Context: an optimization exercise on an open-source flow, tuned for small area, a short achievable clock period and few clock cycles per item. The choices shown serve that exercise and are no tape-out recipe. At most, simulation tests tie the RTL to the original design; equivalence was not proved. Power and IR drop assume default switching activity.

Setup of v6:
## pack_enc
module pack_enc (
    input  wire        clk,
    input  wire        rst,
    input  wire        in_valid,
    output wire        in_ready,
    input  wire [15:0] in_pix,      
    input  wire [15:0] in_up,       
    input  wire        in_first,    
    input  wire        in_last,     
    input  wire        in_noprev,   
    input  wire        in_eos,      
    output wire        out_valid,
    input  wire        out_ready,
    output wire [31:0] out_data,
    output wire        out_last
);
Size in the first run: ~6300 cells after synthesis, roughly 1800 flip-flops.
Settings: LEC_CHECK=0, CAP_MARGIN=20, CORE_MARGIN=2, CORE_UTILIZATION=40, SLEW_MARGIN=20; clock period 16.0 ns.
standard.sh (not shown) runs the stock make flow with config.mk's settings and CLKGATE_MAP_FILE= SYNTH_SCRIPT=/design/flow/synth_recipe.tcl, a recipe that flattens the netlist after the stock synthesis.
==> flow/flow/run.sh <==
#!/bin/bash
# The standard layout, with faster port buffers and no dummy clock loads.
set -euo pipefail
export BUFFER_PORTS_ARGS="-buffer_cell sky130_fd_sc_hd__buf_4"
export CTS_ARGS="-sink_clustering_enable -repair_clock_nets -dont_use_dummy_load"
bash standard.sh > standard.log 2>&1
v6 was carried through to the last stage, and its layout satisfied the timing, design-rule and antenna checks.
#### Input delta (v7 over v6)
==> flow/run.sh (new file) <==
#!/bin/bash
# synth_recipe.tcl (not shown) runs the flow's synth.tcl, then flattens the netlist and writes it again
# the make line also repeats each setting of config.mk as NAME=value (left out here)
make -C /OpenROAD-flow-scripts/flow DESIGN_CONFIG=/design/flow/config.mk WORK_HOME=/design/flow/orfs CLKGATE_MAP_FILE= SYNTH_SCRIPT=/design/flow/synth_recipe.tcl finish
removed: flow/flow/run.sh
removed: flow/standard.sh
==> summary.txt <==
From v6 to v7 the numbers moved as follows: logic gate share of total power went down, number of iterations in the first detailed-routing pass went up, total half-perimeter wirelength after legalization and detailed placement went down, total power per unit cell area went up. First-pass GRT wire length | v7 below v6. Gate count after technology mapping across v6 and v7: no real change. v7 vs v6, largest driver fanout on the critical path went down by 10.
No functional check of the RTL was part of any run of this note.

========
pack_enc, a different RTL version from the one above (not shown whole).
Size: ~75 I/O pins, ~69000 um2 of cells after synthesis.
==> flow/config.mk <==
export PLATFORM = sky130hd
export DESIGN_NAME = pack_enc
export DESIGN_NICKNAME = pack_enc
export VERILOG_FILES = /design/flow/design.v
export SDC_FILE = /design/flow/constraint.sdc
export NUM_CORES = 4
export LEC_CHECK = 0
export CAP_MARGIN = 20
export CORE_MARGIN = 2
export CORE_UTILIZATION = 40
export SLEW_MARGIN = 20
==> flow/constraint.sdc <==
create_clock -name core_clock -period 16.0 [get_ports {clk}]
set_input_delay 3.2000 -clock core_clock [delete_from_list [all_inputs] [get_ports {clk}]]
set_output_delay 3.2000 -clock core_clock [all_outputs]
set_load 0.01 [all_outputs]
==> flow/flow/run.sh <==
#!/bin/bash
# The standard layout, with faster port buffers, larger clock sink clusters, no dummy clock
# loads, and timing repair aimed at a 11.6 ns slack margin.
set -euo pipefail
export BUFFER_PORTS_ARGS="-buffer_cell sky130_fd_sc_hd__buf_4"
export CTS_ARGS="-sink_clustering_enable -repair_clock_nets -dont_use_dummy_load -sink_clustering_size 28 -sink_clustering_max_diameter 80"
export SETUP_SLACK_MARGIN=11.6
bash standard.sh > standard.log 2>&1
The first run ran to the end with no violations.
Testbench counts at the start, summed over its fixed seeds: cycles 77,553, items 76,898.
Change:
--- a/flow/flow/run.sh
+++ b/flow/flow/run.sh
@@ -3 +3 @@
-# loads, and timing repair aimed at a 11.6 ns slack margin.
+# loads, and timing repair aimed at a 11.9 ns slack margin.
@@ -7 +7 @@
-export SETUP_SLACK_MARGIN=11.6
+export SETUP_SLACK_MARGIN=11.9
Effect: The changed run went through all stages and came out clean. Critical path depth is unchanged. Final area barely changes. Non-clock buffer count does not change. Global-route usage hardly moves. Worst hold slack barely changes. Wire length stays flat.

========
garnet:
pack_enc again, from the RTL that the note above started with.
==> flow/config.mk <==
export PLATFORM = sky130hd
export DESIGN_NAME = pack_enc
export DESIGN_NICKNAME = pack_enc
export VERILOG_FILES = /design/flow/design.v
export SDC_FILE = /design/flow/constraint.sdc
export NUM_CORES = 4
export LEC_CHECK = 0
export CAP_MARGIN = 20
export CORE_MARGIN = 2
export CORE_UTILIZATION = 40
export SLEW_MARGIN = 20
==> flow/constraint.sdc <==
create_clock -name core_clock -period 16.0 [get_ports {clk}]
set_input_delay 3.2000 -clock core_clock [delete_from_list [all_inputs] [get_ports {clk}]]
set_output_delay 3.2000 -clock core_clock [all_outputs]
set_load 0.01 [all_outputs]
==> flow/flow/run.sh <==
#!/bin/bash
# The standard layout, with faster port buffers, larger clock sink clusters and no dummy clock loads.
set -euo pipefail
export BUFFER_PORTS_ARGS="-buffer_cell sky130_fd_sc_hd__buf_4"
export CTS_ARGS="-sink_clustering_enable -repair_clock_nets -dont_use_dummy_load -sink_clustering_size 34 -sink_clustering_max_diameter 70"
bash standard.sh > standard.log 2>&1
Testbench counts of garnet, summed over its fixed seeds: cycles 77,553, items 76,898.
[inputs] xenon vs garnet
==> flow/flow/run.sh <==
#!/bin/bash
# The standard layout, with faster port buffers, larger clock sink clusters and no dummy clock loads.
set -euo pipefail
export BUFFER_PORTS_ARGS="-buffer_cell sky130_fd_sc_hd__buf_4"
export CTS_ARGS="-sink_clustering_enable -repair_clock_nets -dont_use_dummy_load -sink_clustering_size 28 -sink_clustering_max_diameter 80"
bash standard.sh > standard.log 2>&1
diff --git a/flow/config.mk b/flow/config.mk
--- a/flow/config.mk
+++ b/flow/config.mk
@@ -8,4 +8,4 @@
 export CAP_MARGIN = 20
 export CORE_MARGIN = 2
-export CORE_UTILIZATION = 40
+export CORE_UTILIZATION = 70
 export SLEW_MARGIN = 20
## What came out
- xenon closes out successfully: all stages finished, all timing, DRC and antenna checks passed.
- Re total clock sinks: no difference whatsoever between garnet and xenon.
- Compare xenon and garnet | total iterations of the first detailed-routing run higher: garnet
- What xenon reported for clock-buffer cell count has to be multiplied by 1.3 to get the figure for garnet.

-- separate check: timing with driven ports --
The results above use ideal ports. As a check the final layouts listed here were re-extracted and re-timed, cells and wires unchanged. Step 1 (the two cells are an assumption about what drives the block):
set clk [get_ports {clk}]
set_driving_cell -lib_cell sky130_fd_sc_hd__clkbuf_16 $clk
set_driving_cell -lib_cell sky130_fd_sc_hd__buf_2 [delete_from_list [all_inputs] $clk]
Step 2 also shifts input and output timing later by t, the mid clock arrival at the registers, as if the neighbouring blocks saw the same clock. Slacks: no drivers / after step 1 / after step 2; pairs: no drivers / after step 1.
run | shift t [ns] | slack for setup (ns) | latest minus earliest clock arrival (ns) | worst data-port slew with drivers (ns) | pins driven straight from the clock port
v6 | 0.814 | 11.187 / 11.187 / 10.950 | 0.086 / 0.086 | 0.06 | 1
v7 | 0.862 | 11.062 / 10.987 / 10.628 | 0.057 / 0.058 | 0.05 | 1
the first run of note 2 | 0.766 | 11.493 / 11.416 / 11.002 | 0.125 / 0.126 | 0.08 | 1
the second run of note 2 | 0.760 | 11.517 / 11.437 / 11.287 | 0.098 / 0.099 | 0.06 | 1
garnet | 0.780 | 11.504 / 11.426 / 10.950 | 0.113 / 0.113 | 0.08 | 1
xenon | 0.734 | 11.411 / 11.411 / 10.855 | 0.105 / 0.105 | 0.11 | 1
After both steps every run listed still meets setup and hold. The setup slack of xenon, which loses most, moves by 0.000 ns with the drivers and by -0.556 ns with both steps.
